This design comes from an exercise in tuning for small area on the open sky130 flow, not from production work. Function was checked by simulation only, so behaviour that the tests miss may differ from the original.

## filter_chan
module filter_chan (
    input  wire        clk,
    input  wire        rst,           
    input  wire [5:0]  cfg_dec,       
    input  wire [1:0]  cfg_ord,       
    input  wire [3:0]  cfg_taps,      
    input  wire        cfg_sat32,     
    input  wire        coef_we,       
    input  wire [3:0]  coef_addr,
    input  wire [15:0] coef_data,
    input  wire        start,         
    input  wire        stop,          
    input  wire        in_valid,      
    input  wire [31:0] in_data,
    output wire        out_valid,     
    output wire [31:0] out_data
);
For scale: roughly 5,300 cells after synthesis, about 1,500 flip-flops, ~100 I/O pins, roughly 56,000 um^2 of cells after synthesis.
==> flow/config.mk <==
export PLATFORM = sky130hd
export DESIGN_NAME = filter_chan
export DESIGN_NICKNAME = filter_chan
export VERILOG_FILES = /design/flow/design.v
export SDC_FILE = /design/flow/constraint.sdc
export NUM_CORES = 4
export LEC_CHECK = 0
export ABC_AREA = 1
export CAP_MARGIN = 0
export CORE_MARGIN = 2
export CORE_UTILIZATION = 60
export CTS_BUF_LIST = sky130_fd_sc_hd__clkbuf_8
export CTS_CLUSTER_DIAMETER = 50
export CTS_CLUSTER_SIZE = 18
export SLEW_MARGIN = 0
==> flow/constraint.sdc <==
create_clock -name core_clock -period 25.0 [get_ports {clk}]
set_input_delay 5.0000 -clock core_clock [delete_from_list [all_inputs] [get_ports {clk}]]
set_output_delay 5.0000 -clock core_clock [all_outputs]
set_load 0.01 [all_outputs]
standard.sh (not shown) runs the stock make flow with config.mk's settings and CLKGATE_MAP_FILE= SYNTH_SCRIPT=/design/flow/synth_recipe.tcl, a recipe that flattens the netlist after the stock synthesis.
==> flow/flow/run.sh <==
#!/bin/bash
# The standard layout (the standard.sh, ORFS from synthesis to finish),
# with two changes in what the flow is asked for:
#  - clock tree: clkbuf_8 buffers, sink clusters of 18, no dummy loads;
#  - port buffers: the smallest buffer cell (every port is still buffered).
# Each tool's full output is in the ORFS logs; make's output is in standard.log.
set -euo pipefail
export CTS_ARGS="-sink_clustering_enable -repair_clock_nets -sink_clustering_size 18 -sink_clustering_max_diameter 50 -buf_list sky130_fd_sc_hd__clkbuf_8 -dont_use_dummy_load"
export BUFFER_PORTS_ARGS="-buffer_cell sky130_fd_sc_hd__buf_1"
bash standard.sh > standard.log 2>&1
Rerun with:
--- a/flow/design.v
+++ b/flow/design.v
@@ -111,29 +111,31 @@
     reg [27:0] c_lo;                    
     reg [27:0] c_hi;                    
     reg        ch_en, ch_rd, ch_one, ch_comb, ch_cy;    
     reg [39:0] kr;                      
     reg [47:0] acc;
     reg [47:0] preg;                    
     reg [3:0]  s_new;                   
-    reg [5:0]  scnt;                    
+    reg [5:0]  cnt;                     
     reg [5:0]  dcnt;                    
     reg        cic_pend, cic_go, cic_due;
     reg        cic_fresh_i, cic_fresh_m;    
     reg        sk_on;
-    reg [2:0]  skcnt;
-    reg        c0_on, c0cnt;
+    reg        c0_on;
     reg        fir_on, fir_pre;
-    reg [4:0]  fcnt;
     reg        pre_req, ins_pend;
     reg        ovalid;
     wire run   = (st == ST_RUN);
     wire setup = (st == ST_SETUP);
     wire [2:0] ph3 = ph[2:0];
     wire [55:0] c  = {c_hi, c_lo};
+    wire [5:0]  scnt  = cnt;
+    wire [2:0]  skcnt = cnt[2:0];
+    wire [4:0]  fcnt  = cnt[4:0];
+    wire        c0cnt = cnt[3];                            
     wire [32:0] cv = c[32:0];           
     wire [32:0] head    = hr[16*33-1 -: 33];
     wire [3:0]  idx     = s_new - ph;                        
     wire        ins_now = ins_pend & (idx == 4'd0);
     wire        hclr    = setup & (scnt >= SU_CLR) & (scnt < SU_END);
     wire [32:0] h_tail  = (ins_now | hclr) ? cv : head;
     wire [27:0] chead_l = crl[8*28-1 -: 28];
@@ -258,41 +260,41 @@
                 ST_STOP: if (start) begin
                     dm1      <= cfg_dec;
                     ord      <= cfg_ord;
                     ntaps    <= cfg_taps;
                     sat32    <= cfg_sat32;
                     s_new    <= 4'd0;
                     dcnt     <= 6'd0;
-                    scnt     <= 6'd0;
+                    cnt      <= 6'd0;
                     cic_pend <= 1'b0;
                     cic_go   <= 1'b0;
                     cic_fresh_i <= 1'b1;
                     cic_fresh_m <= 1'b1;
                     sk_on    <= 1'b0;
                     c0_on    <= 1'b0;
                     fir_on   <= 1'b0;
                     pre_req  <= 1'b0;
                     ins_pend <= 1'b0;
                     st       <= ST_SETUP;
                 end
                 ST_SETUP: begin
-                    scnt <= scnt + 6'd1;
+                    cnt <= cnt + 6'd1;
                     if (scnt == SU_END) begin
                         preg <= sum;                            
                         st   <= ST_RUN;
                     end
                 end
                 ST_RUN: begin
                     if (in_valid) begin
                         if (dm1 == 6'd0) begin
                             s_new    <= s_new + 4'd1;
                             ins_pend <= 1'b1;
                             fir_on   <= 1'b1;
                             fir_pre  <= 1'b0;
-                            fcnt     <= 5'd0;
+                            cnt      <= 6'd0;
                         end else begin
                             cic_pend <= 1'b1;
                             cic_due  <= (dcnt == dm1);
                             if (dcnt == dm1) begin
                                 dcnt  <= 6'd0;
                                 s_new <= s_new + 4'd1;
                             end else
@@ -306,51 +308,49 @@
                     if (cic_go && ph3 == 3'd7) begin
                         cic_go <= 1'b0;
                         cic_fresh_i <= 1'b0;
                         if (cic_due)
                             cic_fresh_m <= 1'b0;
                         if (cic_due) begin
                             sk_on <= 1'b1;
-                            skcnt <= 3'd0;
+                            cnt   <= 6'd0;
                         end
                     end
                     if (ins_now)
                         ins_pend <= 1'b0;
+                    if (sk_on | c0_on | fir_on)
+                        cnt <= cnt + 6'd1;
                     if (sk_on) begin
-                        skcnt <= skcnt + 3'd1;
                         if (skcnt == 3'd6) begin
                             sk_on    <= 1'b0;
                             ins_pend <= 1'b1;
                             c0_on    <= 1'b1;
-                            c0cnt    <= 1'b0;
                         end
                     end
                     if (c0_on) begin
-                        c0cnt <= 1'b1;
                         if (c0cnt) begin
                             c0_on   <= 1'b0;
                             ovalid  <= 1'b1;
                             pre_req <= 1'b1;
                         end
                     end
                     if (fir_on) begin
-                        fcnt <= fcnt + 5'd1;
                         if (fcnt == 5'd31) begin
                             fir_on <= 1'b0;
                             if (fir_pre)
                                 preg   <= sum;
                             else
                                 ovalid <= 1'b1;
                         end
                     end
                     if (pre_req && !ins_pend && !fir_on && !sk_on && !c0_on) begin
                         pre_req <= 1'b0;
                         fir_on  <= 1'b1;
                         fir_pre <= 1'b1;
-                        fcnt    <= 5'd0;
+                        cnt     <= 6'd0;
                     end
                 end
                 default: st <= ST_STOP;
             endcase
         end
     end
 endmodule
Result: The new run finished with timing, DRC and antenna clean; global-route usage is lower by 0.49 points; clock-buffer cell count is lower by 1; routed wire length is lower by 1.9%; critical path depth is lower by 6; first-iteration DRC count is lower by 7.6%.

[port drivers added, routing unchanged]
No port has a modelled driver above. Below, the same layouts with a new extraction and two added sets of constraints. Step 1: set_driving_cell puts a clkbuf_16 on clk and a buf_2 on each other input, an assumption about the parent block. Step 2 also shifts input and output timing later by t, the mid clock arrival at the registers, as if the neighbouring blocks saw the same clock. a / b / c = ideal / step 1 / step 2; a / b = the first two.
run	t (ns)	slack for setup (ns)	worst setup path after step 2	slew at the worst register clock pin (ns)	cell pins on the clock port's net
the first run	0.826	1.200 / 1.200 / 1.200	register to register	0.11 / 0.11	1
the second run	0.867	1.279 / 1.279 / 1.279	register to register	0.11 / 0.11	1
After both steps setup and hold are still met in every run listed.
